Background: an optimization exercise with open tools, aiming at small area. Do not read the settings as production practice.
Only simulation tests tie the RTL to the original design; equivalence was not proved.

===== flow/config.mk =====
export PLATFORM = sky130hd
export DESIGN_NAME = dresser_channel
export DESIGN_NICKNAME = dresser_channel
export VERILOG_FILES = /design/flow/design.v
export SDC_FILE = /design/flow/constraint.sdc
export NUM_CORES = 4
export LEC_CHECK = 0
export ABC_AREA = 1
export CAP_MARGIN = 20
export CORE_MARGIN = 2
export CORE_UTILIZATION = 65
export SLEW_MARGIN = 20

===== flow/constraint.sdc =====
create_clock -name core_clock -period 40.0 [get_ports {clk}]
set_input_delay 8.0000 -clock core_clock [delete_from_list [all_inputs] [get_ports {clk}]]
set_output_delay 8.0000 -clock core_clock [all_outputs]
set_load 0.01 [all_outputs]

===== flow/design.v =====
module dc_rca #(parameter W = 8) (
    input  wire [W-1:0] a,
    input  wire [W-1:0] b,
    input  wire         ci,
    output wire [W-1:0] s,
    output wire         co
);
    wire [W:0] c;
    assign c[0] = ci;
    genvar i;
    generate
        for (i = 0; i < W; i = i + 1) begin : g
            assign s[i]   = a[i] ^ b[i] ^ c[i];
            assign c[i+1] = (a[i] & b[i]) | (a[i] & c[i]) | (b[i] & c[i]);
        end
    endgenerate
    assign co = c[W];
endmodule
module dc_inc #(parameter W = 8) (
    input  wire [W-1:0] a,
    input  wire         ci,
    output wire [W-1:0] s,
    output wire         co
);
    wire [W:0] c;
    assign c[0] = ci;
    genvar i;
    generate
        for (i = 0; i < W; i = i + 1) begin : g
            assign s[i]   = a[i] ^ c[i];
            assign c[i+1] = a[i] & c[i];
        end
    endgenerate
    assign co = c[W];
endmodule
module sinc3_decimator (
    input  wire        clk,
    input  wire        rst,
    input  wire        enable,      
    input  wire [12:0] ratio,       
    input  wire        invert,
    input  wire        bit_valid,   
    input  wire        bit_in,
    output wire        win_end,     
    output wire [31:0] win_x,       
    output wire        sat_now,     
    output wire [36:0] cmb_c1,
    output wire [36:0] cmb_z2,
    output wire [36:0] cmb_z3,
    input  wire [36:0] cmb_c2,
    input  wire [36:0] cmb_c3
);
    localparam W = 37;
    reg [W-1:0] i1, i2, s3;         
    reg [W-1:0] z2, z3;
    reg [12:0]  n;
    reg [1:0]   skip;               
    wire d = bit_in ^ invert;
    wire [W-1:0] i1n, i2n, c1, c2, c3;
    dc_rca #(W) u_i1 (.a(i1), .b({{(W-1){bit_valid & ~d}}, bit_valid}), .ci(1'b0),
                      .s(i1n), .co());
    dc_rca #(W) u_i2 (.a(i2), .b(i1n & {W{bit_valid}}), .ci(1'b0), .s(i2n), .co());
    dc_rca #(W) u_s3 (.a(s3), .b(i2n & {W{bit_valid}}), .ci(1'b0), .s(c1),  .co());
    assign cmb_c1 = c1;
    assign cmb_z2 = z2;
    assign cmb_z3 = z3;
    assign c2 = cmb_c2;
    assign c3 = cmb_c3;
    wire top   = c3[W-1] & (c3[W-2:0] == {(W-1){1'b0}}) & d;    
    wire over  = (~c3[W-1] & (|c3[W-2:31])) | top;
    wire under =  c3[W-1] & ~(&c3[W-2:31]) & ~top;
    assign win_x = over  ? 32'h7FFF_FFFF :
                   under ? 32'h8000_0000 : c3[31:0];
    wire [12:0] nb;
    dc_inc #(13) u_nb (.a(n), .ci(bit_valid), .s(nb), .co());
    wire last = (nb == ratio);
    wire step = enable & bit_valid;
    wire wend = bit_valid & last;
    assign win_end = step & last & (skip == 2'd0);
    assign sat_now = step & last & (over | under);
    always @(posedge clk) begin
        i1 <= i1n & {W{enable}};
        i2 <= i2n & {W{enable}};
        s3 <= c1  & {W{enable & ~wend}};
        n  <= nb  & {13{enable & ~wend}};
    end
    always @(posedge clk) begin
        if (!enable) begin
            z2 <= {W{1'b0}};
            z3 <= {W{1'b0}};
            skip <= 2'd2;
        end else if (wend) begin
            z2 <= c1;
            z3 <= c2;
            skip <= {1'b0, skip[1]};            
        end
    end
endmodule
module f32_scaler (
    input  wire        clk,
    input  wire        rst,
    input  wire        start,
    input  wire [31:0] x_in,
    input  wire [31:0] gain,
    input  wire [31:0] offset,
    output wire [31:0] x_out,
    output wire [31:0] y_out,
    output wire        fin,         
    output wire        of,
    output wire        nx,
    input  wire [36:0] cmb_c1,
    input  wire [36:0] cmb_z2,
    input  wire [36:0] cmb_z3,
    output wire [36:0] cmb_c2,
    output wire [36:0] cmb_c3
);
    reg [31:0] T;                   
    reg [33:0] A;                   
    reg [23:0] L;                   
    reg        stk;
    reg [23:0] OM;                  
    reg [7:0]  EG, EO;
    reg        SG, SO;
    reg [2:0]  K;                   
    reg [3:0]  cnt;                 
    reg [3:0]  it;                  
    reg        injd;                
    reg [2:0]  nls;                 
    reg        pb;                  
    assign x_out = T;
    assign y_out = y;                 
    wire        sx = T[31];
    wire        zx = (T == 32'd0);
    wire        l4 = (T[31:15] == 17'd0) || (T[31:15] == 17'h1FFFF);
    wire [31:0] v1 = l4 ? {T[15:0], 16'd0} : T;
    wire        l3 = (v1[31:23] == 9'd0) || (v1[31:23] == 9'h1FF);
    wire [31:0] xn = l3 ? {v1[23:0], 8'd0} : v1;
    wire [4:0]  lzx = {l4, l3, 3'b000};
    wire [7:0] egu   = {EG[7:1], EG[0] | (EG == 8'd0)};
    wire [7:0] eou   = {EO[7:1], EO[0] | (EO == 8'd0)};
    wire       pzero = zx | (K == 3'd0);
    wire       ozero = (OM == 24'd0);
    wire       sp    = zx ? SG : (sx ^ SG);
    wire       neg   = SO ^ SG;      
    wire [5:0]  k2, v;                                    
    dc_rca #(6)  u_k2 (.a({3'd0, K}), .b(6'd2), .ci(1'b0), .s(k2), .co());
    dc_rca #(6)  u_v  (.a(k2), .b(~{3'd0, lzx[4:3], 1'b0}), .ci(1'b1), .s(v), .co());
    wire [9:0]  B, t;
    dc_rca #(10) u_b  (.a({2'd0, egu}), .b({{2{v[5]}}, v, 2'b00}), .ci(1'b0), .s(B), .co());
    dc_rca #(10) u_t  (.a({2'd0, eou}), .b(~B), .ci(1'b1), .s(t), .co());
    wire        otop = ~pzero & ~t[9] & (t != 10'd0);     
    wire        big  = ~t[9] & ((t[8:5] != 4'd0) || (t[4:0] >= 5'd26));
    wire        pst  = otop & big;
    wire        pz   = pzero | pst;                       
    wire        ot   = otop & ~big;
    wire [3:0]  e4;
    dc_inc #(4)  u_e4 (.a(t[5:2]), .ci(t[1:0] != 2'd0), .s(e4), .co());
    wire [1:0]  r  = ot ? {t[1] ^ t[0], t[0]} : 2'd0;   
    wire [3:0]  e  = ot ? e4 : 4'd0;
    wire        q_hi  = (t[9:3] == 7'h7F) || (t == 10'd0);           
    wire        q_low = (t[9:6] != 4'hF) || (t[5:3] == 3'd0);        
    wire [3:0]  nw;                                       
    dc_rca #(4)  u_nw (.a(~t[5:2]), .b(4'hF), .ci(1'b0), .s(nw), .co());
    reg [3:0] n_inj;                
    reg [3:0] a;                    
    always @(*) begin
        if (pz) begin
            n_inj = 4'd0;
            a     = 4'd8;
        end else if (ot) begin
            n_inj = 4'd1;
            a     = (r == 2'd0) ? 4'd12 : {2'b10, t[1:0]};    
        end else if (q_hi) begin
            n_inj = 4'd0;
            a     = {~t[3], t[2:0]};                          
        end else if (q_low) begin
            n_inj = 4'd12;
            a     = 4'd0;
        end else begin
            n_inj = nw;
            a     = {2'b00, t[1:0]};
        end
    end
    wire [3:0] ke;
    dc_rca #(4) u_ke (.a({1'b0, K}), .b(e), .ci(1'b0), .s(ke), .co());
    wire [3:0] J = pz ? 4'd0 : ((n_inj > ke) ? n_inj : ke);
    wire [8:0] eo_r;
    dc_rca #(9) u_eo (.a({1'b0, eou}), .b({7'd0, r}), .ci(1'b0), .s(eo_r), .co());
    wire [8:0] E  = (pz | ot) ? eo_r : B[8:0];
    wire [4:0] ec_hi;                                     
    dc_rca #(5) u_ec (.a(E[8:4]), .b(~{2'd0, nls}), .ci(1'b1), .s(ec_hi), .co());
    wire [8:0] Ec = {ec_hi, E[3:0]};
    wire [57:0] R  = {A, L};
    wire        s  = R[57];
    wire [15:0] V16 = R[56:41] ^ {16{s}};
    reg [3:0] lz16;
    integer i;
    always @(*) begin
        lz16 = 4'd15;
        for (i = 42; i <= 56; i = i + 1)
            if (V16[i-41])
                lz16 = 56 - i;
    end
    wire [3:0]  lze  = ((Ec[8:4] == 5'd0) && (Ec[3:0] < lz16)) ? Ec[3:0] : lz16;
    wire       rnd     = (cnt[3:1] == 3'b111);         
    wire       act     = (cnt != 4'd0) && !rnd;
    wire       iter    = act && (it != J);
    wire [3:0] nrem;
    dc_rca #(4) u_nr (.a(J), .b(~it), .ci(1'b1), .s(nrem), .co());
    wire       is_pre  = nrem > ke;
    wire       is_mult = !is_pre && (nrem > e);
    wire       inj_now = act && !injd && (iter ? (nrem == n_inj) : (n_inj == 4'd0));
    wire       shift   = iter && !(inj_now && is_mult);
    wire       do_mult = shift && is_mult;
    wire       cor_now = act && pb && !(iter && (is_pre || is_mult));
    wire        one0 = (do_mult & (L[0] ^ pb)) | cor_now;
    wire        two0 = do_mult & (L[1] ? (~L[0] & ~pb) : (L[0] & pb));
    wire        ng0  = do_mult & L[1] & ~(L[0] & pb);
    wire        one1 = do_mult & (L[2] ^ L[1]);
    wire        two1 = do_mult & (L[3] ? (~L[2] & ~L[1]) : (L[2] & L[1]));
    wire        ng1  = do_mult & L[3] & ~(L[2] & L[1]);
    wire [32:0] mag0 = ({33{one0}} & {xn[31], xn}) | ({33{two0}} & {xn, 1'b0});
    wire [32:0] mag1 = ({33{one1}} & {xn[31], xn}) | ({33{two1}} & {xn, 1'b0});
    wire [39:0] sh   = (rnd ? R[56:17] : {16'd0, OM}) << (rnd ? lze : a);
    wire [37:0] oa   = sh[37:0];
    wire        idle = (cnt == 4'd0);
    wire        inv0 = ng0 | idle;
    wire [37:0] r0   = ({{5{mag0[32]}}, mag0} | {38{idle}} & {1'b0, cmb_z2}) ^ {38{inv0}};
    wire        inv1 = idle | (inj_now ? neg : ng1);
    wire [37:0] r1   = (inj_now ? oa : ({{3{mag1[32]}}, mag1, 2'b00} | {38{idle}} & {1'b0, cmb_z3}))
                       ^ {38{inv1}};
    wire [37:0] s1, sum;
    dc_rca #(38) u_s1 (.a(idle ? {1'b0, cmb_c1} : {{4{A[33]}}, A}), .b(r0), .ci(inv0), .s(s1), .co());
    dc_rca #(38) u_s2 (.a(s1), .b(r1), .ci(inv1), .s(sum), .co());
    assign cmb_c2 = s1[36:0];
    assign cmb_c3 = sum[36:0];
    wire lsh_ok = injd && !pb && ((A[33:17] == 17'd0) || (A[33:17] == 17'h1FFFF)) &&
                  (Ec[8:4] != 5'd0);
    wire [23:0] kept = sh[39:16] ^ {24{s}};
    wire        gV   = sh[15] ^ s;
    wire [14:0] mask = 15'h7FFF >> lze;
    wire        Z    = (R[16:0] == 17'd0) && ((R[31:17] & mask) == 15'd0) && !stk;
    wire        ru   = s ? (gV | (Z & kept[0])) : (gV & (~Z | kept[0]));
    wire        inexact = (gV ^ s) | ~Z;
    wire [24:0] inc;
    dc_inc #(24) u_inc (.a(kept), .ci(ru), .s(inc[23:0]), .co(inc[24]));
    wire [8:0]  ex;
    dc_rca #(9)  u_ex (.a(Ec), .b(~{5'd0, lze}), .ci(1'b1), .s(ex), .co());
    wire [9:0]  expo;
    dc_rca #(10) u_xp (.a({1'b0, ex}), .b({8'd0, inc[24:23]}), .ci(1'b0), .s(expo), .co());
    wire        ovf  = (expo[9:8] != 2'd0) || (expo[7:0] == 8'hFF);
    wire        rzero = (R == 58'd0) && !stk;
    wire        rs   = SG ^ s;
    wire [31:0] y = rzero ? {pzero & ozero & sp & SO, 31'd0} :
                    ovf   ? {rs, 31'h7F80_0000} : {rs, expo[7:0], inc[22:0]};
    assign fin = (cnt == 4'd14);
    assign of  = !rzero & ovf;
    assign nx  = !rzero & (ovf | inexact);
    wire [23:0] mg_in = {gain[30:23] != 8'd0, gain[22:0]};
    wire [2:0]  k_in  = (mg_in[23:20] != 4'd0) ? 3'd6 :
                        (mg_in[19:16] != 4'd0) ? 3'd5 :
                        (mg_in[15:12] != 4'd0) ? 3'd4 :
                        (mg_in[11:8]  != 4'd0) ? 3'd3 :
                        (mg_in[7:4]   != 4'd0) ? 3'd2 :
                        (mg_in[3:0]   != 4'd0) ? 3'd1 : 3'd0;
    wire [3:0] cnt1, it1;
    wire [2:0] nls1;
    dc_inc #(4) u_cn (.a(cnt), .ci(1'b1), .s(cnt1), .co());
    dc_inc #(4) u_it (.a(it),  .ci(1'b1), .s(it1),  .co());
    dc_inc #(3) u_nl (.a(nls), .ci(1'b1), .s(nls1), .co());
    always @(posedge clk) begin
        if (rst) begin
            cnt <= 4'd0;
        end else if (start) begin
            cnt <= 4'd1;
        end else if (cnt == 4'd15) begin
            cnt <= 4'd0;
        end else if (cnt != 4'd0) begin
            cnt <= cnt1;
        end
    end
    always @(posedge clk) begin
        if (start) begin
            T    <= x_in;
            A    <= 34'd0;
            L    <= mg_in;
            stk  <= 1'b0;
            OM   <= {offset[30:23] != 8'd0, offset[22:0]};
            EG   <= gain[30:23];
            EO   <= offset[30:23];
            SG   <= gain[31];
            SO   <= offset[31];
            K    <= k_in;
            it   <= 4'd0;
            injd <= 1'b0;
            nls  <= 3'd0;
            pb   <= 1'b0;
        end else if (act) begin
            if (inj_now)
                injd <= 1'b1;
            if (do_mult)
                pb <= L[3];
            else if (cor_now)
                pb <= 1'b0;
            if (shift) begin
                A  <= sum[37:4];
                it <= it1;
                if (is_pre) begin
                    stk <= stk | (|sum[3:0]);
                end else begin
                    L <= {sum[3:0], L[23:4]};
                    if (!is_mult)
                        stk <= stk | (|L[3:0]);
                end
            end else if (inj_now | cor_now) begin
                A <= sum[33:0];
                if (pz)
                    L <= 24'd0;
                if (pst)
                    stk <= 1'b1;
            end else if (lsh_ok) begin
                A   <= {A[17:0], L[23:8]};
                L   <= {L[7:0], 16'd0};
                nls <= nls1;
            end
        end
    end
endmodule
module dresser_channel (
    input  wire        clk,
    input  wire        rst,           
    input  wire        enable,
    input  wire [12:0] ratio,
    input  wire        invert,
    input  wire        bit_valid,
    input  wire        bit_in,
    input  wire        gain_we,
    input  wire        offset_we,
    input  wire [31:0] coef_wdata,
    input  wire        apply,
    input  wire [2:0]  flags_clr,
    output reg         result_valid,
    output wire [31:0] result_y,
    output wire [31:0] result_x,
    output reg  [2:0]  flags
);
    localparam [31:0] ONE = 32'h3F80_0000;
    reg [31:0] gain_stage, offset_stage;
    reg [31:0] gain_act, offset_act;
    always @(posedge clk) begin
        if (rst) begin
            gain_stage   <= ONE;
            offset_stage <= 32'd0;
            gain_act     <= ONE;
            offset_act   <= 32'd0;
        end else begin
            if (gain_we)
                gain_stage <= coef_wdata;
            if (offset_we)
                offset_stage <= coef_wdata;
            if (apply) begin
                gain_act   <= gain_stage;
                offset_act <= offset_stage;
            end
        end
    end
    wire        win_end, sat_now;
    wire [31:0] win_x;
    wire [36:0] cmb_c1, cmb_z2, cmb_z3, cmb_c2, cmb_c3;
    sinc3_decimator u_dec (
        .clk       (clk),
        .rst       (rst),
        .enable    (enable),
        .ratio     (ratio),
        .invert    (invert),
        .bit_valid (bit_valid),
        .bit_in    (bit_in),
        .win_end   (win_end),
        .win_x     (win_x),
        .sat_now   (sat_now),
        .cmb_c1    (cmb_c1),
        .cmb_z2    (cmb_z2),
        .cmb_z3    (cmb_z3),
        .cmb_c2    (cmb_c2),
        .cmb_c3    (cmb_c3)
    );
    wire fin, of, nx;
    f32_scaler u_scale (
        .clk    (clk),
        .rst    (rst),
        .start  (win_end),
        .x_in   (win_x),
        .gain   (gain_act),
        .offset (offset_act),
        .x_out  (result_x),
        .y_out  (result_y),
        .fin    (fin),
        .of     (of),
        .nx     (nx),
        .cmb_c1 (cmb_c1),
        .cmb_z2 (cmb_z2),
        .cmb_z3 (cmb_z3),
        .cmb_c2 (cmb_c2),
        .cmb_c3 (cmb_c3)
    );
    always @(posedge clk) begin
        if (rst) begin
            result_valid <= 1'b0;
            flags        <= 3'd0;
        end else begin
            result_valid <= fin;
            flags <= (flags & ~flags_clr) | {sat_now, fin & of, fin & nx};
        end
    end
endmodule

===== flow/run.sh =====
#!/bin/bash
# synth_recipe.tcl (not shown) runs the flow's synth.tcl, then flattens the netlist and writes it again
# the make line also repeats each setting of config.mk as NAME=value (left out here)
make -C /OpenROAD-flow-scripts/flow DESIGN_CONFIG=/design/flow/config.mk WORK_HOME=/design/flow/orfs CLKGATE_MAP_FILE= SYNTH_SCRIPT=/design/flow/synth_recipe.tcl finish

==> results of run 1 <==
cell type report:
type / count / area [sq um]
Inverter: 513 / 1930
Timing Repair Buffer: 160 / 1530
Multi-Input combinational cell: 2791 / 17400
Sequential cell: 481 / 10600
Fill cell: 3333 / 12800
Clock buffer: 68 / 1410
Tap cell: 607 / 759
Antenna cell: 3 / 7.51
Clock inverter: 24 / 265
final timing paths:
path	end	cells after the start	slack, ns
max reg2reg	u_scale.T[22]	109	9.29
min reg2reg	u_scale.OM[14]	0	0.44
max	u_scale.T[22]	109	9.29
min	u_scale.OM[14]	0	0.44
registers in the layout (all words and copies together) (netlist names), 2 cells and up:
register      flops
flags             3
gain_act         32
gain_stage       32
offset_act       32
offset_stage     32
u_dec.i1         37
u_dec.i2         37
u_dec.n          13
u_dec.s3         37
u_dec.skip        2
u_dec.z2         37
u_dec.z3         37
u_scale.A        34
u_scale.EG        8
u_scale.EO        8
u_scale.K         3
u_scale.L        24
u_scale.OM       24
u_scale.T        32
u_scale.cnt       4
u_scale.it        4
u_scale.nls       3
critical path, delay by kind of cell (launching register included):
kind,cells,cell delay (ns)
fa+ha+maj,53,20.60
simple gates,26,4.56
buf+inv,19,2.60
compound gates,10,2.00
flops,1,0.35
mux,1,0.35
per-stage QoR:
step / hold slack, ns
final: 0.436
after global routing: 0.441
after CTS: 0.431
after detailed placement: 0.414
after global placement: 0.409
after floorplan: 0.403
layer usage:
metal  GRT usage  vias to the layer above  part of all wire
met1       0.603                    14000              0.37
li1            -                    13000                 -
met4       0.226                        4             0.064
met5           0                        -           0.00025
met2       0.677                     2488              0.43
met3       0.125                      480              0.14
cells by family after synthesis:
| group | synth area share |
|---|---|
| AO/OA/AOI/OAI | 0.148 |
| buffers and inverters | 0.0932 |
| XOR/XNOR | 0.0238 |
| AND/OR/NAND/NOR | 0.214 |
| adder cells (fa/ha/maj) | 0.173 |
| flip-flops | 0.344 |
| multiplexers | 0.00421 |
Yosys cell counts, drive strengths merged (13+ instances only):
cell type | number | share of area
xnor2 | 22 | 0.0065
buf | 53 | 0.011
xor2 | 61 | 0.017
mux2i | 13 | 0.0042
nand3 | 189 | 0.031
inv | 506 | 0.062
nor3 | 28 | 0.0049
o221ai | 17 | 0.0048
fa | 201 | 0.13
edfxtp | 101 | 0.098
dfxtp | 380 | 0.25
a211oi | 17 | 0.0041
nor4 | 36 | 0.0073
o211ai | 17 | 0.0045
or2 | 48 | 0.0097
nand2 | 691 | 0.086
ha | 105 | 0.042
o21ai | 528 | 0.087
nand4 | 32 | 0.0069
a21oi | 103 | 0.017
clkbuf | 160 | 0.019
o22ai | 109 | 0.022
nor2 | 532 | 0.066
==> flow_summary.json, run 1 <==
{
  "utilization": 0.726,
  "worstSetupStartpoint": "u_scale.T[31]",
  "grt_max_degree": 130,
  "hold_viol_final": 0,
  "clkTransAtPathRegs_ns": 0.07,
  "grt_pass1_wl_um": 170000,
  "htree_levels": 2,
  "critical_path_arrival_ns": 31.14,
  "critPathLaunchType": "register",
  "gp_congestion": 1.09,
  "area_delta_synth_final_pct": 9.87,
  "initial_core_util": 0.661,
  "yosysWarnings": 3,
  "numClockSinks": 481,
  "synth.avg_cell_area_sq_um": 7.73,
  "cts_buffers": 49,
  "final-setup-viol-count": 0,
  "std_cell_rows": 79,
  "io_pins": 125,
  "max_slew_margin": 0.263,
  "syn_area_sq_um": 30900,
  "fmaxAchievable_mhz": 32.6,
  "first_pass_iters": 7,
  "die_area_sq_um": 49300,
  "slowest_delay_ns": 0.64,
  "ant_nets": 0,
  "cp_max_fo": 43,
  "hold_buffers": 0,
  "wl_per_cell_um": 24.6,
  "core_area_sq_um": 46800,
  "skew_ns": 0.0224,
  "mostFrequentLayoutCells": "nand2_1, nor2_1, inv_1",
  "synth-edff-count": 101,
  "postCtsResizedCells": 0,
  "status": "timing/DRC/antenna clean",
  "ys_seq_area_frac": 0.344,
  "cts_buffer_depth": 3,
  "antenna_found_initial": 5,
  "clk_latency_ns": 0.62,
  "slowest_stage": "nor2_1",
  "cts-root-buf": "clkbuf_16",
  "holdCritPathClass": "register to register",
  "critPathMostFrequentCell": "fa_1",
  "tns_ns": 0,
  "tightest_slew_ns": 1.11,
  "post-route-period-util": 0.768,
  "grt_pass1_vias": 28400,
  "drt-initial-drc-count": 4992,
  "fin_crit_ns": 30.71,
  "final_common_cell": "nand2_1",
  "min_from": "offset_act[14]",
  "finalMaxSlewViolations": 0,
  "final_nets": 4359,
  "ys_async_sr_fraction": 0,
  "path_class": "register to register",
  "synthFlopType": "dfxtp_1",
  "crit_required_ns": 40.43,
  "ys_types": 64,
  "grt-ovfl-total": 0,
  "fp.dieH_um": 222,
  "final_area_sq_um": 34000,
  "dp.cells": 4551,
  "ys_seq_elements": 481,
  "post-place-ws_ns": 9.51,
  "crit_path_end_kind": "register",
  "dp_hpwl_um": 81100,
  "cts_tree": "yes",
  "layout_setup_ws_ns": 9.29,
  "netlist_instances": 3998,
  "drv_cap": 0,
  "die_w_um": 222,
  "rsz0062_at_grt": "no",
  "final_cells": 4647,
  "layout-drive-gt1-share": 0.0587,
  "dpl_cell_area_sq_um": 32200,
  "vias": 30000,
  "drt-total-wl_um": 114000,
  "syn_nets": 4361,
  "io_buffers": 124,
  "routed_via_density": 6.45,
  "grt_use_total": 0.451,
  "r2r_start": "u_scale.T[31]",
  "drc_errors": 0,
  "cts_setup_buffers": 0
}
==> run 2: changes to the inputs <==
--- a/flow/config.mk
+++ b/flow/config.mk
@@ -10,3 +10,5 @@
 export CORE_MARGIN = 2
 export CORE_UTILIZATION = 65
+export CTS_CLUSTER_DIAMETER = 60
+export CTS_CLUSTER_SIZE = 24
 export SLEW_MARGIN = 20
==> flow_summary.json, run 2 <==
{
  "min_from": "offset_act[6]",
  "cts_buffers": 38,
  "drc_errors": 0,
  "nFillCells": 3426,
  "r2r_start": "u_scale.T[31]",
  "cts_setup_buffers": 0,
  "critical_path_arrival_ns": 31.26,
  "netlist.area_leader.share": 0.246,
  "drt-total-wl_um": 110000,
  "max_slew_margin": 0.187,
  "area_delta_synth_final_pct": 8.74,
  "slowest_delay_ns": 0.70,
  "gp_congestion": 1.09,
  "final_area_sq_um": 33600,
  "utilization": 0.719,
  "io_pins": 125,
  "hold_viol_final": 0,
  "ys_async_sr_fraction": 0,
  "final-setup-viol-count": 0,
  "yosysWarnings": 3,
  "netlist_instances": 3998,
  "grt_pass1_wl_um": 166000,
  "crit_required_ns": 40.41,
  "numClockSinks": 481,
  "hold_slack_ns": 0.428,
  "antenna_found_initial": 1,
  "core_area_sq_um": 46800,
  "synth.most_common_cell": "nand2_1",
  "rsz0062_at_grt": "no",
  "cts_buffer_depth": 3,
  "vias": 29500,
  "grt_max_degree": 130,
  "htree_levels": 2,
  "reg2reg_to": "u_scale.T[8]",
  "fin_crit_ns": 30.85,
  "skew_ns": 0.0540,
  "cts_tree": "yes",
  "cp.buffers_inverters": 19,
  "post-route-period-util": 0.771,
  "grt_pass1_vias": 27900,
  "syn_area_sq_um": 30900,
  "syn_nets": 4361,
  "io_buffers": 124,
  "synth-edff-count": 101,
  "cp_max_fo": 43,
  "crit_family": "adder cells",
  "mostFrequentLayoutCells": "nand2_1, nor2_1, inv_1",
  "routed_via_density": 6.38,
  "ys_seq_area_frac": 0.344,
  "ys_types": 64,
  "wl_per_cell_um": 23.8,
  "die_area_sq_um": 49300,
  "layout-drive-gt1-share": 0.0538,
  "hold_path_end": "u_scale.OM[6]",
  "dp_hpwl_um": 81100,
  "status": "timing/DRC/antenna clean",
  "crit_path_end_kind": "register",
  "ys_top_cells_by_count": "nand2_1, nor2_1, inv_1",
  "initial_core_util": 0.661,
  "cts-root-buf": "clkbuf_16",
  "hold_buffers": 0,
  "fmaxAchievable_mhz": 32.4,
  "dpl_cell_area_sq_um": 32200,
  "drt-initial-drc-count": 4810,
  "clkTransAtPathRegs_ns": 0.10,
  "path_class": "register to register",
  "final_nets": 4347,
  "die_w_um": 222,
  "reg2reg_slack_ns": 9.15,
  "r2r_cells": 109,
  "final_common_cell": "nand2_1",
  "postCtsResizedCells": 0,
  "grt_use_total": 0.441,
  "std_cell_rows": 79,
  "finalMaxSlewViolations": 0,
  "synth.avg_cell_area_sq_um": 7.73,
  "critPathLaunchType": "register",
  "synthFlopType": "dfxtp_1",
  "slowest_stage": "nor2_1",
  "ys_seq_elements": 481,
  "drv_cap": 0,
  "path_depth": 109,
  "grt-ovfl-total": 0,
  "hold_depth": 0,
  "fp.dieH_um": 222,
  "ant_nets": 0,
  "first_pass_iters": 12,
  "holdCritPathClass": "register to register",
  "clk_latency_ns": 0.63,
  "yosys.area.top_type": "dfxtp_1",
  "critPathMostFrequentCell": "fa_1",
  "synthTopCellsByArea": "dfxtp_1, fa_1, edfxtp_1",
  "tightest_slew_ns": 1.21,
  "tns_ns": 0
}
[run 2: cell counts after synthesis]
Identical to the previous run, type by type.
[run 2: worst max-delay path by stage]
| stage | from | to | slack (ns) |
|---|---|---|---|
| finish | u_scale.T[31] | u_scale.T[8] | 9.15 |
| global route | u_scale.T[31] | u_scale.T[8] | 8.16 |
| CTS | bit_valid | u_scale.T[8] | 9.81 |
| detailed placement | bit_valid | u_scale.T[22] | 9.51 |
| global placement | bit_valid | u_scale.T[26] | 10.28 |
| floorplan | invert | u_scale.T[22] | 11.28 |
[run 2: metal layers]
metal / track usage / share of wire / vias to the layer above
met4: 0.226 / 0.062 / 2
met5: 0 / 0.00012 / -
li1: - / - / 13000
met1: 0.589 / 0.38 / 13900
met3: 0.117 / 0.13 / 423
met2: 0.664 / 0.43 / 2194
[run 2: logic make-up after synthesis]
group                      Yosys count  share of synthesized area
and+or+nand+nor                   1568                      0.214
AOI/OAI and AO/OA                  821                      0.148
buffers and inverters              726                     0.0932
DFF                                481                      0.344
adders and majority gates          306                      0.173
xor gates and xnor gates            83                     0.0238
muxes                               13                    0.00421
[run 2: worst reg2reg max path: cells and delay by family, from the launching register on]
family	cells	cell delay, ns
AOI/OAI and AO/OA	10	2.00
adders and majority gates	53	20.59
buffers and inverters	19	2.66
DFF	1	0.35
muxes	1	0.37
and+or+nand+nor	26	4.68
[run 2: through the flow]
step	worst slack, ns	std cells
after global placement	10.28	4551
after global routing	8.16	4621
after floorplan	11.28	3998
final	9.15	4622
after CTS	9.81	4621
after detailed placement	9.51	4551
[run 2: area by class of cell]
class                      instances  area (sq um)  share of cell area
antenna                            1          2.50           0.0000744
clock buffer                      45           978              0.0291
clock inverter                    25           388              0.0115
inverter                         513          1930              0.0574
multi-input combinational       2791         17400               0.518
sequential                       481         10600               0.317
tap                              607           759              0.0226
timing repair buffer             159          1500              0.0446
==> run 3: changes to the inputs <==
--- a/flow/config.mk
+++ b/flow/config.mk
@@ -10,5 +10,6 @@
 export CORE_MARGIN = 2
 export CORE_UTILIZATION = 65
+export CTS_BUF_LIST = sky130_fd_sc_hd__clkbuf_8
 export CTS_CLUSTER_DIAMETER = 60
-export CTS_CLUSTER_SIZE = 24
+export CTS_CLUSTER_SIZE = 16
 export SLEW_MARGIN = 20
==> flow_summary.json, run 3 <==
{
  "cts_buffer_depth": 3,
  "numClockSinks": 481,
  "reg2reg_slack_ns": 9.33,
  "nFillCells": 3538,
  "synth_compound_area_frac": 0.148,
  "synth.most_common_cell": "nand2_1",
  "layout-drive-gt1-share": 0.0535,
  "std_cell_rows": 79,
  "skew_ns": 0.0675,
  "netlist_instances": 3998,
  "cp_max_fo": 43,
  "syn_nets": 4361,
  "utilization": 0.709,
  "multiInputGateArea_sq_um": 17400,
  "cts_buffers": 42,
  "reg2reg_to": "u_scale.T[9]",
  "dpl_cell_area_sq_um": 32200,
  "path_class": "register to register",
  "status": "timing/DRC/antenna clean",
  "yosys.area.top_type": "dfxtp_1",
  "post-route-period-util": 0.767,
  "wl_per_cell_um": 23.1,
  "rsz0062_at_grt": "no",
  "slowest_stage": "nor2_1",
  "synthFlopType": "dfxtp_1",
  "ys_seq_elements": 481,
  "ys_async_sr_fraction": 0,
  "hold_path_end": "u_scale.OM[6]",
  "wl_met2_um": 45200,
  "yosysWarnings": 3,
  "fin_crit_ns": 30.67,
  "io_pins": 125,
  "ys_seq_area_frac": 0.344,
  "drv_cap": 0,
  "ys_top_cells_by_count": "nand2_1, nor2_1, inv_1",
  "htree_levels": 2,
  "vias": 29100,
  "crit_required_ns": 40.48,
  "final_area_sq_um": 33100,
  "tns_ns": 0,
  "synth-simple-area-share": 0.214,
  "tightest_slew_ns": 1.21,
  "ant_nets": 0,
  "drt-initial-drc-count": 4651,
  "antenna_found_initial": 4,
  "fmaxAchievable_mhz": 32.6,
  "final_nets": 4354,
  "cts_setup_buffers": 0,
  "clk_latency_ns": 0.69,
  "synth-edff-count": 101,
  "grt_use_total": 0.428,
  "gp_congestion": 1.09,
  "r2r_start": "u_scale.T[31]",
  "cts-root-buf": "clkbuf_8",
  "grt_max_degree": 130,
  "grt_pass1_vias": 27300,
  "max_slew_margin": 0.188,
  "final_cells": 4630,
  "ys_types": 64,
  "dp_hpwl_um": 81100,
  "synth_top_family_by_area": "simple AND/OR/NAND/NOR gates",
  "routed_via_density": 6.29,
  "syn_area_sq_um": 30900,
  "wl_met3_um": 14600,
  "drt-total-wl_um": 107000,
  "final_common_cell": "nand2_1",
  "synth_adder_area_share": 0.173,
  "initial_core_util": 0.661,
  "io_buffers": 124,
  "hold_viol_final": 0,
  "routed.top_layer": "met5",
  "die_w_um": 222,
  "hold_buffers": 0,
  "cts_tree": "yes",
  "critPathMostFrequentCell": "fa_1",
  "dp.cells": 4551,
  "drt-met1-wl_um": 40900,
  "critPathLaunchType": "register",
  "hold_depth": 0,
  "first_pass_iters": 10,
  "finalMaxSlewViolations": 0,
  "clkTransAtPathRegs_ns": 0.10,
  "critical_path_arrival_ns": 31.15,
  "synthXorXnorAreaFrac": 0.0238,
  "final-setup-viol-count": 0,
  "r2r_cells": 109,
  "grt-ovfl-total": 0,
  "synthMuxAreaShare": 0.00421,
  "slowest_delay_ns": 0.65,
  "synthTopCellsByArea": "dfxtp_1, fa_1, edfxtp_1",
  "min_from": "offset_act[6]",
  "die_area_sq_um": 49300,
  "holdCritPathClass": "register to register",
  "synth.avg_cell_area_sq_um": 7.73,
  "netlist.area_leader.share": 0.246,
  "core_area_sq_um": 46800,
  "fp.dieH_um": 222,
  "grt_pass1_wl_um": 161000,
  "mostFrequentLayoutCells": "nand2_1, nor2_1, inv_1",
  "area_delta_synth_final_pct": 7.16,
  "crit_path_end_kind": "register",
  "postCtsResizedCells": 0,
  "final-seq-area_sq_um": 10600,
  "drc_errors": 0
}
-- run 3: per-layer routing --
layer | global-route usage | up-vias
met1 | 0.579 | 13700
met4 | 0.210 | 2
li1 | - | 13000
met3 | 0.124 | 390
met5 | 0 | -
met2 | 0.630 | 2067
-- run 3: cells by family after synthesis --
group                      count (synthesis)
and+or+nand+nor                         1568
AOI/OAI and AO/OA                        821
buffers and inverters                    726
DFF                                      481
adders and majority gates                306
xor gates and xnor gates                  83
muxes                                     13
-- run 3: area by class of cell --
type | instances | share of cell area
clock buffer | 42 | 0.0174
sequential | 481 | 0.321
tap | 607 | 0.0229
inverter | 513 | 0.0583
multi-input combinational | 2791 | 0.526
timing repair buffer | 162 | 0.0464
clock inverter | 30 | 0.00767
antenna | 4 | 0.000302
-- run 3: critical path, delay by kind of cell, from the launching register on --
| kind | cells | cell delay [ns] |
|---|---|---|
| fa+ha+maj | 53 | 20.54 |
| simple gates | 26 | 4.59 |
| buf+inv | 19 | 2.59 |
| compound gates | 10 | 1.94 |
| flops | 1 | 0.36 |
| mux | 1 | 0.36 |
-- run 3: worst max path at each step --
stage,to,slack [ns],cells past startpoint,from
after floorplan,u_scale.T[22],11.28,56,invert
after global placement,u_scale.T[26],10.28,58,bit_valid
after detailed placement,u_scale.T[22],9.51,58,bit_valid
after CTS,u_scale.T[22],9.91,109,u_scale.T[31]
after global routing,u_scale.T[8],8.23,109,u_scale.T[31]
final,u_scale.T[9],9.33,109,u_scale.T[31]
-- run 3: through the flow --
| step | setup WS [ns] | hold slack [ns] |
|---|---|---|
| after global routing | 8.23 | 0.444 |
| after detailed placement | 9.51 | 0.414 |
| after floorplan | 11.28 | 0.403 |
| after CTS | 9.91 | 0.437 |
| final | 9.33 | 0.440 |
| after global placement | 10.28 | 0.409 |
==> run 4: changes to the inputs <==
==> flow/flow/run.sh (new file) <==
#!/bin/bash
set -euo pipefail
bash standard.sh \
  CTS_ARGS="-sink_clustering_enable -repair_clock_nets -sink_clustering_size 20 -sink_clustering_max_diameter 60 -buf_list sky130_fd_sc_hd__clkbuf_8 -dont_use_dummy_load" \
  finish > flow.log 2>&1
==> flow/standard.sh (new file) <==
#!/bin/bash
# synth_recipe.tcl (not shown) runs the flow's synth.tcl, then flattens the netlist and writes it again
# the make line also repeats each setting of config.mk as NAME=value (left out here)
make -C /OpenROAD-flow-scripts/flow DESIGN_CONFIG=/design/flow/config.mk WORK_HOME=/design/flow/orfs CLKGATE_MAP_FILE= SYNTH_SCRIPT=/design/flow/synth_recipe.tcl "${@:-finish}"
--- a/flow/config.mk
+++ b/flow/config.mk
@@ -12,4 +12,4 @@
 export CTS_BUF_LIST = sky130_fd_sc_hd__clkbuf_8
 export CTS_CLUSTER_DIAMETER = 60
-export CTS_CLUSTER_SIZE = 16
+export CTS_CLUSTER_SIZE = 20
 export SLEW_MARGIN = 20
removed: flow/run.sh
==> flow_summary.json, run 4 <==
{
  "reg2reg_to": "u_scale.T[8]",
  "syn_nets": 4361,
  "crit_path_end": "u_scale.T[8]",
  "gp_congestion": 1.09,
  "cts_setup_buffers": 0,
  "tns_ns": 0,
  "rsz0062_at_grt": "no",
  "vias": 29000,
  "numClockSinks": 481,
  "drv_cap": 0,
  "synth_top_family_by_area": "simple AND/OR/NAND/NOR gates",
  "dp_hpwl_um": 81100,
  "crit_required_ns": 40.42,
  "synth_compound_area_frac": 0.148,
  "clkTransAtPathRegs_ns": 0.11,
  "mostFrequentLayoutCells": "nand2_1, nor2_1, inv_1",
  "layout_setup_ws_ns": 9.21,
  "ant_nets": 0,
  "hold_buffers": 0,
  "grt_pass1_wl_um": 160000,
  "netlist_instances": 3998,
  "cts_tree": "yes",
  "initial_core_util": 0.661,
  "final_area_sq_um": 32800,
  "std_cell_rows": 79,
  "die_area_sq_um": 49300,
  "htree_levels": 2,
  "hold_viol_final": 0,
  "grt_max_degree": 130,
  "ys_async_sr_fraction": 0,
  "r2r_start": "u_scale.T[31]",
  "path_depth": 109,
  "ys_seq_elements": 481,
  "layout-drive-gt1-share": 0.0480,
  "synth-edff-count": 101,
  "final_cells": 4594,
  "yosys.area.top_type": "dfxtp_1",
  "final_nets": 4348,
  "reg2reg_slack_ns": 9.21,
  "crit_path_end_kind": "register",
  "synthTopCellsByArea": "dfxtp_1, fa_1, edfxtp_1",
  "synth_adder_area_share": 0.173,
  "routed_via_density": 6.32,
  "post-place-ws_ns": 9.51,
  "path_class": "register to register",
  "status": "timing/DRC/antenna clean",
  "max_slew_margin": 0.181,
  "synth.most_common_cell": "nand2_1",
  "tightest_slew_ns": 1.22,
  "first_pass_iters": 10,
  "slowest_stage": "nor2_1",
  "final_common_cell": "nand2_1",
  "synthMuxAreaShare": 0.00421,
  "cp_max_fo": 43,
  "synth.avg_cell_area_sq_um": 7.73,
  "drt-initial-drc-count": 4408,
  "grt_pass1_vias": 27200,
  "grt_use_total": 0.424,
  "io_pins": 125,
  "syn_area_sq_um": 30900,
  "clk_latency_ns": 0.66,
  "yosysWarnings": 3,
  "dpl_cell_area_sq_um": 32200,
  "wl_per_cell_um": 23.1,
  "dp.cells": 4551,
  "holdCritPathClass": "register to register",
  "crit_family": "adder cells",
  "cts_buffer_depth": 3,
  "synthXorXnorAreaFrac": 0.0238,
  "critPathLaunchType": "register",
  "finalMaxSlewViolations": 0,
  "drc_errors": 0,
  "fp.dieH_um": 222,
  "io_buffers": 124,
  "post-route-period-util": 0.770,
  "postCtsResizedCells": 0,
  "worstSetupStartpoint": "u_scale.T[31]",
  "skew_ns": 0.0817,
  "final-setup-viol-count": 0,
  "core_area_sq_um": 46800,
  "antenna_found_initial": 5,
  "critical_path_arrival_ns": 31.21,
  "drt-total-wl_um": 106000,
  "slowest_delay_ns": 0.76,
  "ys_types": 64,
  "r2r_cells": 109,
  "cp.buffers_inverters": 19,
  "area_delta_synth_final_pct": 6.08,
  "ys_seq_area_frac": 0.344,
  "critPathMostFrequentCell": "fa_1",
  "cts-root-buf": "clkbuf_8",
  "netlist.area_leader.share": 0.246,
  "ys_top_cells_by_count": "nand2_1, nor2_1, inv_1",
  "utilization": 0.701,
  "fmaxAchievable_mhz": 32.5,
  "synthFlopType": "dfxtp_1",
  "fin_crit_ns": 30.79,
  "die_w_um": 222,
  "cts_buffers": 39,
  "grt-ovfl-total": 0,
  "synth-simple-area-share": 0.214,
  "hold_slack_ns": 0.443
}
## run 4: cell count changes in the layout (fill, tap and decap cells not counted), sizes merged
cell,delta
clkinvlp,-2
bufinv,-1
clkinv,-6
inv,-21
buf,-3
clkbuf,-3
## run 4: final cells by class
type                       count  area (sq um)
multi-input combinational   2791         17400
tap                          607           759
sequential                   481         10600
clock buffer                  39           537
antenna                        4          10.0
inverter                     513          1930
fill                        3602         14000
timing repair buffer         159          1500
## run 4: worst min path at each step
| stage | from | end | cells after the start |
|---|---|---|---|
| after floorplan | offset_act[0] | u_scale.OM[0] | 0 |
| after global placement | gain_act[31] | u_scale.SG | 0 |
| after detailed placement | offset_act[8] | u_scale.OM[8] | 0 |
| after CTS | offset_act[18] | u_scale.OM[18] | 0 |
| after global routing | offset_act[8] | u_scale.OM[8] | 0 |
| final | offset_act[15] | u_scale.OM[15] | 0 |
## run 4: cell families (layout without fill, tap and decap cells)
group	count (synthesis)	count (layout)
flops	481	481
xor+xnor	83	83
buf+inv	726	711
mux	13	13
simple gates	1568	1568
other cells	0	4
compound gates	821	821
fa+ha+maj	306	306
## run 4: per-layer routing
layer | share of wire | vias to the layer above | wire, um | track usage
met5 | 0.00012 | - | 13 | 0
met4 | 0.056 | 2 | 5930 | 0.196
met3 | 0.14 | 374 | 14600 | 0.120
met2 | 0.42 | 2044 | 45100 | 0.632
met1 | 0.38 | 13700 | 40600 | 0.575
li1 | - | 12900 | - | -
==> run 5: changes to the inputs <==
==> flow/flow/run.sh (replaced) <==
#!/bin/bash
set -euo pipefail
bash standard.sh \
  CTS_ARGS="-sink_clustering_enable -repair_clock_nets -sink_clustering_size 16 -sink_clustering_max_diameter 60 -buf_list sky130_fd_sc_hd__clkbuf_8 -dont_use_dummy_load" \
  finish > flow.log 2>&1
--- a/flow/config.mk
+++ b/flow/config.mk
@@ -12,4 +12,4 @@
 export CTS_BUF_LIST = sky130_fd_sc_hd__clkbuf_8
 export CTS_CLUSTER_DIAMETER = 60
-export CTS_CLUSTER_SIZE = 20
+export CTS_CLUSTER_SIZE = 16
 export SLEW_MARGIN = 20
==> flow_summary.json, run 5 <==
{
  "post-route-period-util": 0.766,
  "io_buffers": 124,
  "drt-total-wl_um": 107000,
  "io_pins": 125,
  "synthMuxAreaShare": 0.00421,
  "core_area_sq_um": 46800,
  "critPathLaunchType": "register",
  "holdCritPathClass": "register to register",
  "synth.avg_cell_area_sq_um": 7.73,
  "crit_family": "adder cells",
  "yosysWarnings": 3,
  "dpl_cell_area_sq_um": 32200,
  "final_common_cell": "nand2_1",
  "path_class": "register to register",
  "slowest_stage": "nor2_1",
  "drt-initial-drc-count": 4580,
  "final_nets": 4352,
  "cts_tree": "yes",
  "cp.buffers_inverters": 19,
  "antenna_found_initial": 2,
  "status": "timing/DRC/antenna clean",
  "grt-ovfl-total": 0,
  "hold_buffers": 0,
  "r2r_cells": 109,
  "cp_max_fo": 43,
  "ys_seq_elements": 481,
  "syn_area_sq_um": 30900,
  "final_cells": 4596,
  "utilization": 0.703,
  "netlist.area_leader.share": 0.246,
  "dp_hpwl_um": 81100,
  "grt_pass1_vias": 27400,
  "skew_ns": 0.112,
  "tightest_slew_ns": 1.09,
  "drc_errors": 0,
  "ys_types": 64,
  "syn_nets": 4361,
  "ant_nets": 0,
  "cts_buffers": 42,
  "critical_path_arrival_ns": 31.09,
  "r2r_start": "u_scale.T[31]",
  "critPathMostFrequentCell": "fa_1",
  "reg2reg_to": "u_scale.T[22]",
  "ys_seq_area_frac": 0.344,
  "crit_path_end_kind": "register",
  "synthFlopType": "dfxtp_1",
  "hold_viol_final": 0,
  "yosys.area.top_type": "dfxtp_1",
  "area_delta_synth_final_pct": 6.27,
  "final_area_sq_um": 32900,
  "initial_core_util": 0.661,
  "htree_levels": 2,
  "rsz0062_at_grt": "no",
  "layout-drive-gt1-share": 0.0492,
  "gp_congestion": 1.09,
  "std_cell_rows": 79,
  "clkTransAtPathRegs_ns": 0.09,
  "fin_crit_ns": 30.65,
  "hold_path_end": "u_scale.OM[16]",
  "mostFrequentLayoutCells": "nand2_1, nor2_1, inv_1",
  "synth-simple-area-share": 0.214,
  "numClockSinks": 481,
  "ys_top_cells_by_count": "nand2_1, nor2_1, inv_1",
  "synth_adder_area_share": 0.173,
  "final-seq-area_sq_um": 10600,
  "synth_top_family_by_area": "simple AND/OR/NAND/NOR gates",
  "max_slew_margin": 0.264,
  "netlist_instances": 3998,
  "cts-root-buf": "clkbuf_8",
  "routed_via_density": 6.31,
  "ys_async_sr_fraction": 0,
  "fmaxAchievable_mhz": 32.6,
  "synthXorXnorAreaFrac": 0.0238,
  "die_w_um": 222,
  "synthTopCellsByArea": "dfxtp_1, fa_1, edfxtp_1",
  "slowest_delay_ns": 0.65,
  "min_from": "offset_act[16]",
  "tns_ns": 0,
  "grt_busiest_layer": "met2",
  "met3_usage": 0.120,
  "finalMaxSlewViolations": 0,
  "grt_use_total": 0.429,
  "grt_pass1_wl_um": 161000,
  "dp.cells": 4551,
  "reg2reg_slack_ns": 9.35,
  "multiInputGateArea_sq_um": 17400,
  "die_area_sq_um": 49300,
  "cts_buffer_depth": 3,
  "grt_max_degree": 130,
  "fp.dieH_um": 222,
  "synth-edff-count": 101,
  "met1_usage": 0.579,
  "final-setup-viol-count": 0,
  "hold_depth": 0,
  "drv_cap": 0,
  "first_pass_iters": 17,
  "use_met2": 0.634,
  "postCtsResizedCells": 0,
  "nFillCells": 3596,
  "synth_compound_area_frac": 0.148,
  "vias": 29000,
  "clk_latency_ns": 0.67,
  "crit_required_ns": 40.44,
  "synth.most_common_cell": "nand2_1",
  "wl_per_cell_um": 23.4,
  "cts_setup_buffers": 0
}
==> run 5: cell type report <==
cell class | instances | area share
multi-input combinational | 2791 | 0.530
sequential | 481 | 0.324
inverter | 513 | 0.0588
timing repair buffer | 160 | 0.0461
tap | 607 | 0.0231
clock buffer | 42 | 0.0176
antenna | 2 | 0.000152
==> run 5: logic make-up (layout without fill, tap and decap cells) <==
group / count (synthesis) / in the layout
mux: 13 / 13
buf+inv: 726 / 715
fa+ha+maj: 306 / 306
simple gates: 1568 / 1568
xor+xnor: 83 / 83
other cells: 0 / 2
flops: 481 / 481
compound gates: 821 / 821
==> run 5: worst max path at each step <==
| stage | startpoint | to | slack (ns) | cells past startpoint |
|---|---|---|---|---|
| global route | u_scale.T[31] | u_scale.T[8] | 8.24 | 109 |
| floorplan | invert | u_scale.T[22] | 11.28 | 56 |
| finish | u_scale.T[31] | u_scale.T[22] | 9.35 | 109 |
| CTS | u_scale.T[31] | u_scale.T[22] | 9.92 | 109 |
| detailed placement | bit_valid | u_scale.T[22] | 9.51 | 58 |
| global placement | bit_valid | u_scale.T[26] | 10.28 | 58 |
==> run 5: stage by stage <==
step                      hold slack, ns  setup WS (ns)
after floorplan                    0.403          11.28
after global placement             0.409          10.28
after detailed placement           0.414           9.51
after CTS                          0.438           9.92
after global routing               0.447           8.24
final                              0.439           9.35
==> run 5: metal layers <==
metal  part of all wire  up-vias  wire [um]
met1               0.38    13700      41300
li1                   -    12900          -
met5                  0        -          0
met2               0.43     2013      45700
met3               0.13      357      14200
met4              0.058        0       6170
==> run 6: changes to the inputs <==
--- a/flow/flow/run.sh
+++ b/flow/flow/run.sh
@@ -1,3 +1,8 @@
 #!/bin/bash
+# The standard layout (the standard.sh, unchanged synthesis), with clock
+# tree synthesis told not to add dummy loads: the same CTS arguments ORFS
+# builds from CTS_CLUSTER_SIZE / CTS_CLUSTER_DIAMETER, plus
+# -dont_use_dummy_load. Each tool's full output stays in ORFS's own logs
+# (orfs/logs/...); make's output goes to flow.log here.
 set -euo pipefail
 bash standard.sh \
==> flow_summary.json, run 6 <==
{
  "status": "timing/DRC/antenna clean",
  "slowest_stage": "nor2_1",
  "cts_setup_buffers": 0,
  "wl_per_cell_um": 23.4,
  "rsz0062_at_grt": "no",
  "netlist_instances": 3998,
  "crit_path_end_kind": "register",
  "die_area_sq_um": 49300,
  "ant_nets": 0,
  "dp.cells": 4551,
  "postCtsResizedCells": 0,
  "skew_ns": 0.112,
  "grt-ovfl-total": 0,
  "fmaxAchievable_mhz": 32.6,
  "final-seq-area_sq_um": 10600,
  "synth_adder_area_share": 0.173,
  "drt-total-wl_um": 107000,
  "synthXorXnorAreaFrac": 0.0238,
  "first_pass_iters": 17,
  "grt_use_total": 0.429,
  "mostFrequentLayoutCells": "nand2_1, nor2_1, inv_1",
  "drt-initial-drc-count": 4580,
  "final_cells": 4596,
  "utilization": 0.703,
  "yosys.area.top_type": "dfxtp_1",
  "cts_buffer_depth": 3,
  "grt_pass1_wl_um": 161000,
  "critPathMostFrequentCell": "fa_1",
  "io_buffers": 124,
  "finalMaxSlewViolations": 0,
  "synth.avg_cell_area_sq_um": 7.73,
  "cp_max_fo": 43,
  "synth_top_family_by_area": "simple AND/OR/NAND/NOR gates",
  "max_slew_margin": 0.264,
  "critical_path_arrival_ns": 31.09,
  "slowest_delay_ns": 0.65,
  "drv_cap": 0,
  "area_delta_synth_final_pct": 6.27,
  "ys_top_cells_by_count": "nand2_1, nor2_1, inv_1",
  "fp.dieH_um": 222,
  "hold_buffers": 0,
  "grt_pass1_vias": 27400,
  "final-setup-viol-count": 0,
  "final_nets": 4352,
  "holdCritPathClass": "register to register",
  "synthFlopType": "dfxtp_1",
  "tns_ns": 0,
  "synth-edff-count": 101,
  "final_common_cell": "nand2_1",
  "synthMuxAreaShare": 0.00421,
  "core_area_sq_um": 46800,
  "ys_types": 64,
  "ys_async_sr_fraction": 0,
  "netlist.area_leader.share": 0.246,
  "grt_max_degree": 130,
  "synthTopCellsByArea": "dfxtp_1, fa_1, edfxtp_1",
  "synth.most_common_cell": "nand2_1",
  "std_cell_rows": 79,
  "syn_area_sq_um": 30900,
  "htree_levels": 2,
  "syn_nets": 4361,
  "critPathLaunchType": "register",
  "crit_required_ns": 40.44,
  "die_w_um": 222,
  "drc_errors": 0,
  "cts_buffers": 42,
  "cts_tree": "yes",
  "hold_slack_ns": 0.439,
  "yosysWarnings": 3,
  "io_pins": 125,
  "multiInputGateArea_sq_um": 17400,
  "routed_via_density": 6.31,
  "synth-simple-area-share": 0.214,
  "numClockSinks": 481,
  "antenna_found_initial": 2,
  "clkTransAtPathRegs_ns": 0.09,
  "ys_seq_elements": 481,
  "post-route-period-util": 0.766,
  "dp_hpwl_um": 81100,
  "path_class": "register to register",
  "initial_core_util": 0.661,
  "ys_seq_area_frac": 0.344,
  "synth_compound_area_frac": 0.148,
  "tightest_slew_ns": 1.09,
  "nFillCells": 3596,
  "vias": 29000,
  "cts-root-buf": "clkbuf_8",
  "gp_congestion": 1.09,
  "fin_crit_ns": 30.65,
  "clk_latency_ns": 0.67,
  "hold_viol_final": 0,
  "layout-drive-gt1-share": 0.0492
}
run 6: final timing paths:
path,from,to,slack [ns],cells after the start
min,offset_act[16],u_scale.OM[16],0.44,0
max,u_scale.T[31],u_scale.T[22],9.35,109
max reg2reg,u_scale.T[31],u_scale.T[22],9.35,109
min reg2reg,offset_act[16],u_scale.OM[16],0.44,0
run 6: critical path, delay by kind of cell, from the launching register on:
kind / cells / cell delay, ns
buffers and inverters: 19 / 2.60
multiplexers: 1 / 0.36
flip-flops: 1 / 0.35
AND/OR/NAND/NOR: 26 / 4.62
AO/OA/AOI/OAI: 10 / 1.91
adder cells (fa/ha/maj): 53 / 20.58
run 6: final cells by class:
class | count | share of cell area
antenna | 2 | 0.000152
clock buffer | 42 | 0.0176
inverter | 513 | 0.0588
multi-input combinational | 2791 | 0.530
sequential | 481 | 0.324
tap | 607 | 0.0231
timing repair buffer | 160 | 0.0461
run 6: metrics by stage:
step,worst slack (ns),cell area [sq um]
floorplan,11.28,30900
global placement,10.28,32200
detailed placement,9.51,32200
CTS,9.92,32800
global route,8.24,32900
finish,9.35,32900
run 6: cells by family (layout without fill, tap and decap cells):
logic type / after synthesis / count (layout)
xor gates and xnor gates: 83 / 83
buffers and inverters: 726 / 715
other: 0 / 2
AOI/OAI and AO/OA: 821 / 821
adders and majority gates: 306 / 306
and+or+nand+nor: 1568 / 1568
muxes: 13 / 13
DFF: 481 / 481
run 6: routing by layer:
metal	GRT usage	part of all wire	routed length, um	vias to the layer above
li1	-	-	-	12900
met1	0.579	0.38	41300	13700
met2	0.634	0.43	45700	2013
met3	0.120	0.13	14200	357
met4	0.215	0.058	6170	0
met5	0	0	0	-
==> run 7: changes to the inputs <==
--- a/flow/flow/run.sh
+++ b/flow/flow/run.sh
@@ -7,4 +7,4 @@
 set -euo pipefail
 bash standard.sh \
-  CTS_ARGS="-sink_clustering_enable -repair_clock_nets -sink_clustering_size 16 -sink_clustering_max_diameter 60 -buf_list sky130_fd_sc_hd__clkbuf_8 -dont_use_dummy_load" \
+  CTS_ARGS="-sink_clustering_enable -repair_clock_nets -sink_clustering_size 24 -sink_clustering_max_diameter 60 -dont_use_dummy_load" \
   finish > flow.log 2>&1
--- a/flow/config.mk
+++ b/flow/config.mk
@@ -9,7 +9,6 @@
 export CAP_MARGIN = 20
 export CORE_MARGIN = 2
-export CORE_UTILIZATION = 65
-export CTS_BUF_LIST = sky130_fd_sc_hd__clkbuf_8
+export CORE_UTILIZATION = 40
 export CTS_CLUSTER_DIAMETER = 60
-export CTS_CLUSTER_SIZE = 16
+export CTS_CLUSTER_SIZE = 24
 export SLEW_MARGIN = 20
==> flow_summary.json, run 7 <==
{
  "fmaxAchievable_mhz": 33.5,
  "final-setup-viol-count": 0,
  "htree_levels": 2,
  "std_cell_rows": 101,
  "grt-ovfl-total": 0,
  "hold_slack_ns": 0.387,
  "holdCritPathClass": "register to register",
  "reg2reg_slack_ns": 10.15,
  "drt-total-wl_um": 104000,
  "routed_via_density": 5.40,
  "min_from": "offset_act[17]",
  "hold_depth": 0,
  "die_w_um": 282,
  "numClockSinks": 481,
  "syn_area_sq_um": 30900,
  "ys_seq_elements": 481,
  "hold_viol_final": 0,
  "r2r_cells": 110,
  "grt_pass1_wl_um": 157000,
  "path_class": "register to register",
  "ys_top_cells_by_count": "nand2_1, nor2_1, inv_1",
  "first_pass_iters": 6,
  "finalMaxSlewViolations": 0,
  "synth.avg_cell_area_sq_um": 7.73,
  "post-route-period-util": 0.746,
  "netlist.area_leader.share": 0.246,
  "synthFlopType": "dfxtp_1",
  "cts_buffers": 43,
  "critical_path_arrival_ns": 30.22,
  "max_slew_margin": 0.301,
  "io_buffers": 124,
  "wl_per_cell_um": 20.7,
  "initial_core_util": 0.406,
  "hold_path_end": "u_scale.OM[17]",
  "postCtsResizedCells": 0,
  "final_nets": 4357,
  "gp_congestion": 1.01,
  "cts_setup_buffers": 0,
  "tns_ns": 0,
  "slowest_stage": "nor2_1",
  "status": "timing/DRC/antenna clean",
  "yosys.area.top_type": "dfxtp_1",
  "crit_path_end_kind": "register",
  "hold_buffers": 0,
  "rsz0062_at_grt": "no",
  "vias": 27100,
  "dp_hpwl_um": 78700,
  "cts_buffer_depth": 3,
  "skew_ns": 0.109,
  "drv_cap": 0,
  "final_cells": 5022,
  "core_area_sq_um": 76200,
  "clkTransAtPathRegs_ns": 0.09,
  "num_antenna_cells": 0,
  "die_area_sq_um": 79500,
  "fp.dieH_um": 282,
  "cp_max_fo": 43,
  "grt_use_total": 0.259,
  "drc_errors": 0,
  "final_area_sq_um": 33900,
  "r2r_start": "u_scale.T[31]",
  "layout-drive-gt1-share": 0.0509,
  "cts_tree": "yes",
  "dp.cells": 4978,
  "mostFrequentLayoutCells": "nand2_1, nor2_1, inv_1",
  "tightest_slew_ns": 1.05,
  "grt_pass1_vias": 25100,
  "final_common_cell": "nand2_1",
  "synthTopCellsByArea": "dfxtp_1, fa_1, edfxtp_1",
  "critPathLaunchType": "register",
  "ys_seq_area_frac": 0.344,
  "ant_nets": 0,
  "io_pins": 125,
  "drt-initial-drc-count": 3224,
  "synth.most_common_cell": "nand2_1",
  "fin_crit_ns": 29.85,
  "ys_async_sr_fraction": 0,
  "slowest_delay_ns": 0.55,
  "crit_required_ns": 40.36,
  "grt_max_degree": 130,
  "ys_types": 64,
  "dpl_cell_area_sq_um": 32800,
  "synth-edff-count": 101,
  "reg2reg_to": "u_scale.T[9]",
  "yosysWarnings": 3,
  "cts-root-buf": "clkbuf_16",
  "critPathMostFrequentCell": "fa_1",
  "area_delta_synth_final_pct": 9.81,
  "syn_nets": 4361,
  "antenna_found_initial": 0,
  "netlist_instances": 3998,
  "clk_latency_ns": 0.62
}
-- run 7: worst max path at each step --
stage | startpoint | endpoint | slack (ns) | cells past startpoint
after floorplan | invert | u_scale.T[22] | 11.28 | 56
after global placement | bit_valid | u_scale.T[27] | 9.83 | 58
after detailed placement | bit_valid | u_scale.T[9] | 9.76 | 58
after CTS | bit_valid | u_scale.T[9] | 10.16 | 58
after global routing | u_scale.T[31] | u_scale.T[9] | 8.65 | 114
final | u_scale.T[31] | u_scale.T[9] | 10.15 | 110
-- run 7: critical path, delay by kind of cell (launching register included) --
kind | cells | cell delay [ns]
simple gates | 27 | 4.10
fa+ha+maj | 52 | 20.46
compound gates | 12 | 2.14
buf+inv | 19 | 2.58
flops | 1 | 0.32
-- run 7: metal layers --
layer | track usage | wire length [um]
met5 | 0 | 0
met4 | 0.0923 | 4050
met3 | 0.0501 | 9560
met2 | 0.378 | 43400
met1 | 0.379 | 46900
-- run 7: final cells by class --
class / instances / area, sq um
fillers: 7738 / 42300
flip-flops and latches: 481 / 10600
repair buffers: 164 / 1590
clock buffers: 43 / 1080
inverters: 513 / 1930
well taps: 1030 / 1290
multi-input cells: 2791 / 17400
-- run 7: logic make-up after synthesis --
family	count (synthesis)	synth area share
AOI/OAI and AO/OA	821	0.148
xor gates and xnor gates	83	0.0238
adders and majority gates	306	0.173
buffers and inverters	726	0.0932
DFF	481	0.344
muxes	13	0.00421
and+or+nand+nor	1568	0.214
-- run 7: through the flow --
| stage | setup slack (ns) | util |
|---|---|---|
| after floorplan | 11.28 | - |
| after global routing | 8.65 | 0.445 |
| final | 10.15 | 0.445 |
| after global placement | 9.83 | 0.431 |
| after detailed placement | 9.76 | 0.431 |
| after CTS | 10.16 | 0.445 |

port drivers added, routing unchanged:
The flow's constraints put no driver on any port. The routed layouts listed below were extracted and timed again, unchanged, in two steps. Step 1: set_driving_cell puts a clkbuf_16 on clk and a buf_2 on each other input, an assumption about the parent block. Step 2 also shifts input and output timing later by t, the mid clock arrival at the registers, as if the neighbouring blocks saw the same clock. Three values: ideal ports, drivers, drivers and shift; two values: the first two.
run | shift t [ns] | setup WS [ns] | hold slack, ns | worst data-port slew with drivers (ns) | pins driven straight from the clock port
run 1 | 0.675 | 9.295 / 9.295 / 8.912 | 0.436 / 0.436 / 0.436 | 0.06 | 1
run 2 | 0.669 | 9.151 / 9.151 / 9.012 | 0.428 / 0.428 / 0.428 | 0.05 | 1
run 3 | 0.718 | 9.329 / 9.329 / 9.329 | 0.440 / 0.440 / 0.440 | 0.05 | 1
run 4 | 0.680 | 9.210 / 9.210 / 9.210 | 0.443 / 0.443 / 0.443 | 0.06 | 1
run 5 | 0.676 | 9.354 / 9.354 / 9.309 | 0.439 / 0.439 / 0.439 | 0.05 | 1
run 6 | 0.676 | 9.354 / 9.354 / 9.309 | 0.439 / 0.439 / 0.439 | 0.05 | 1
run 7 | 0.623 | 10.147 / 10.147 / 9.727 | 0.387 / 0.387 / 0.387 | 0.06 | 1
After both steps setup and hold are still met in every run listed. For run 7, which loses most, drivers alone change the setup slack by 0.000 ns; drivers and shift together by -0.420 ns.
